Background: an optimization exercise with open tools, aiming at small area and a short achievable clock period. Do not read the settings as production practice. In this exercise RTL edits were held to simulation tests only and were not proved equivalent to the original.

== P ==
## memi_bch79
module memi_bch79 (
    input  wire        clk,
    input  wire        rst_n,
    input  wire        enc_valid,
    input  wire [63:0] enc_data,
    output reg         enc_out_valid,
    output reg  [78:0] enc_code,
    input  wire        dec_valid,
    input  wire [78:0] dec_code,
    output reg         dec_out_valid,
    output reg  [63:0] dec_data,
    output reg  [1:0]  dec_status
);
Size in the first run: roughly 1800 cells after synthesis, roughly 310 flip-flops, about 290 I/O pins, ~17000 um^2 of cells after synthesis.
==> flow/config.mk <==
export PLATFORM = sky130hd
export DESIGN_NAME = memi_bch79
export DESIGN_NICKNAME = memi_bch79
export VERILOG_FILES = /design/flow/design.v
export SDC_FILE = /design/flow/constraint.sdc
export NUM_CORES = 4
export LEC_CHECK = 0
export CAP_MARGIN = 20
export CORE_MARGIN = 2
export CORE_UTILIZATION = 50
export CTS_BUF_LIST = sky130_fd_sc_hd__clkbuf_4 sky130_fd_sc_hd__clkbuf_8
export SLEW_MARGIN = 20
==> flow/constraint.sdc <==
create_clock -name core_clock -period 20.0 [get_ports {clk}]
set_input_delay 4.0000 -clock core_clock [delete_from_list [all_inputs] [get_ports {clk}]]
set_output_delay 4.0000 -clock core_clock [all_outputs]
set_load 0.01 [all_outputs]
standard.sh (not shown) runs the stock make flow with config.mk's settings and CLKGATE_MAP_FILE= SYNTH_SCRIPT=/design/flow/synth_recipe.tcl, a recipe that flattens the netlist after the stock synthesis.
==> flow/flow/run.sh <==
#!/bin/bash
# The standard ORFS layout (the standard.sh), with two changes:
# timing repair keeps a setup margin, so that paths are optimised well below
# the 20 ns clock, and the ports get plain buffers.
set -euo pipefail
bash standard.sh SETUP_SLACK_MARGIN=14.6 "BUFFER_PORTS_ARGS=-buffer_cell sky130_fd_sc_hd__buf_2"  finish > orfs_flow.log 2>&1
Setup changes, P to Q
- putting PLACE_DENSITY at 0.75 where nothing was set
- clearing CTS_BUF_LIST, which used to be sky130_fd_sc_hd__clkbuf_4 sky130_fd_sc_hd__clkbuf_8
--- a/flow/flow/run.sh
+++ b/flow/flow/run.sh
@@ -4,3 +4,3 @@
 # the 20 ns clock, and the ports get plain buffers.
 set -euo pipefail
-bash standard.sh SETUP_SLACK_MARGIN=14.6 "BUFFER_PORTS_ARGS=-buffer_cell sky130_fd_sc_hd__buf_2"  finish > orfs_flow.log 2>&1
+bash standard.sh SETUP_SLACK_MARGIN=14.75 "BUFFER_PORTS_ARGS=-buffer_cell sky130_fd_sc_hd__buf_1"  "CTS_ARGS=-sink_clustering_enable -repair_clock_nets -dont_use_dummy_load -sink_clustering_size 30 -sink_clustering_max_diameter 60" finish > orfs_flow.log 2>&1
Results
Q ended with every stage complete and zero timing, DRC or antenna violations. Q: post-route fraction of the period consumed by the critical path is 0.22 points lower than what P reported. Re overall global routing resource usage: P and Q aren't equal, and the lower value belongs to Q. Between P and Q, the flow reports post-placement cell area decreasing slightly. Sort P and Q by setup skew after layout desc -> top: Q. Q ends up with lower post-synthesis to final-layout area growth than P does. Number of levels in the clock H-tree, P and Q: lower on Q.
What R does differently from Q at the input level:
- removing PLACE_DENSITY (formerly 0.75)
- setting GPL_TIMING_DRIVEN to 1 for the first time
==> flow/flow/run.sh <==
#!/bin/bash
# The standard ORFS layout (the standard.sh), with two changes:
# timing repair keeps a setup margin, so that paths are optimised well below
# the 20 ns clock, and the ports get plain buffers.
set -euo pipefail
bash standard.sh SETUP_SLACK_MARGIN=14.85 "BUFFER_PORTS_ARGS=-buffer_cell sky130_fd_sc_hd__buf_1"  "CTS_ARGS=-sink_clustering_enable -repair_clock_nets -dont_use_dummy_load -sink_clustering_size 30 -sink_clustering_max_diameter 60" finish > orfs_flow.log 2>&1
[summary]
- R completed; timing, DRC and antenna clean
- Register fraction of the total cell area came out lower on R than on Q.
- Going from Q to R, the antenna cell count was found to have gone up by 2.
- Diff Q -> R | design area | up by a few percent
Changes in S relative to R:
- removing GPL_TIMING_DRIVEN (formerly 1)
- setting CTS_CLUSTER_DIAMETER to 60 for the first time
- setting CTS_CLUSTER_SIZE to 30 for the first time
==> flow/flow/run.sh <==
#!/bin/bash
# The standard ORFS layout (the standard.sh), with two changes:
# timing repair keeps a setup margin, so that paths are optimised well below
# the 20 ns clock, and the ports get plain buffers.
set -euo pipefail
bash standard.sh SETUP_SLACK_MARGIN=14.6 "BUFFER_PORTS_ARGS=-buffer_cell sky130_fd_sc_hd__buf_1"  finish > orfs_flow.log 2>&1
Results
- S gives less global-route usage than R did.
- Clock skew for S: 33 ps down relative to R
- On routability congestion estimate from global placement, the lower figure sits with R, not S.
- Going from R to S, the first-iteration DRC count was found to have gone down by 8.5%.

-- re-timing with driven ports --
The flow's constraints put no driver on any port. The routed layouts listed below were extracted and timed again, unchanged, in two steps. Step 1: set_driving_cell puts a clkbuf_16 on clk and a buf_2 on each other input, an assumption about the parent block. Step 2 adds t to the input delays and takes it off the output delays; t is the mean of the earliest and latest rising clock arrival at the registers after step 1. Input paths then give back, and output paths get back, about the clock's delay inside the block. Slacks: no drivers / after step 1 / after step 2; pairs: no drivers / after step 1.
run | t, ns | slack for setup (ns) | clock arrival spread, ns | worst slew at a driven data input, ns | pins driven straight from the clock port
P | 0.686 | 14.696 / 14.672 / 13.986 | 0.043 / 0.042 | 0.09 | 1
Q | 0.562 | 14.740 / 14.767 / 14.204 | 0.108 / 0.109 | 0.10 | 1
R | 0.597 | 14.863 / 14.841 / 14.288 | 0.074 / 0.074 | 0.08 | 1
S | 0.603 | 14.579 / 14.611 / 14.008 | 0.032 / 0.032 | 0.11 | 1
After both steps every run listed still meets setup and hold. The setup slack of P, which loses most, moves by -0.024 ns with the drivers and by -0.710 ns with both steps.
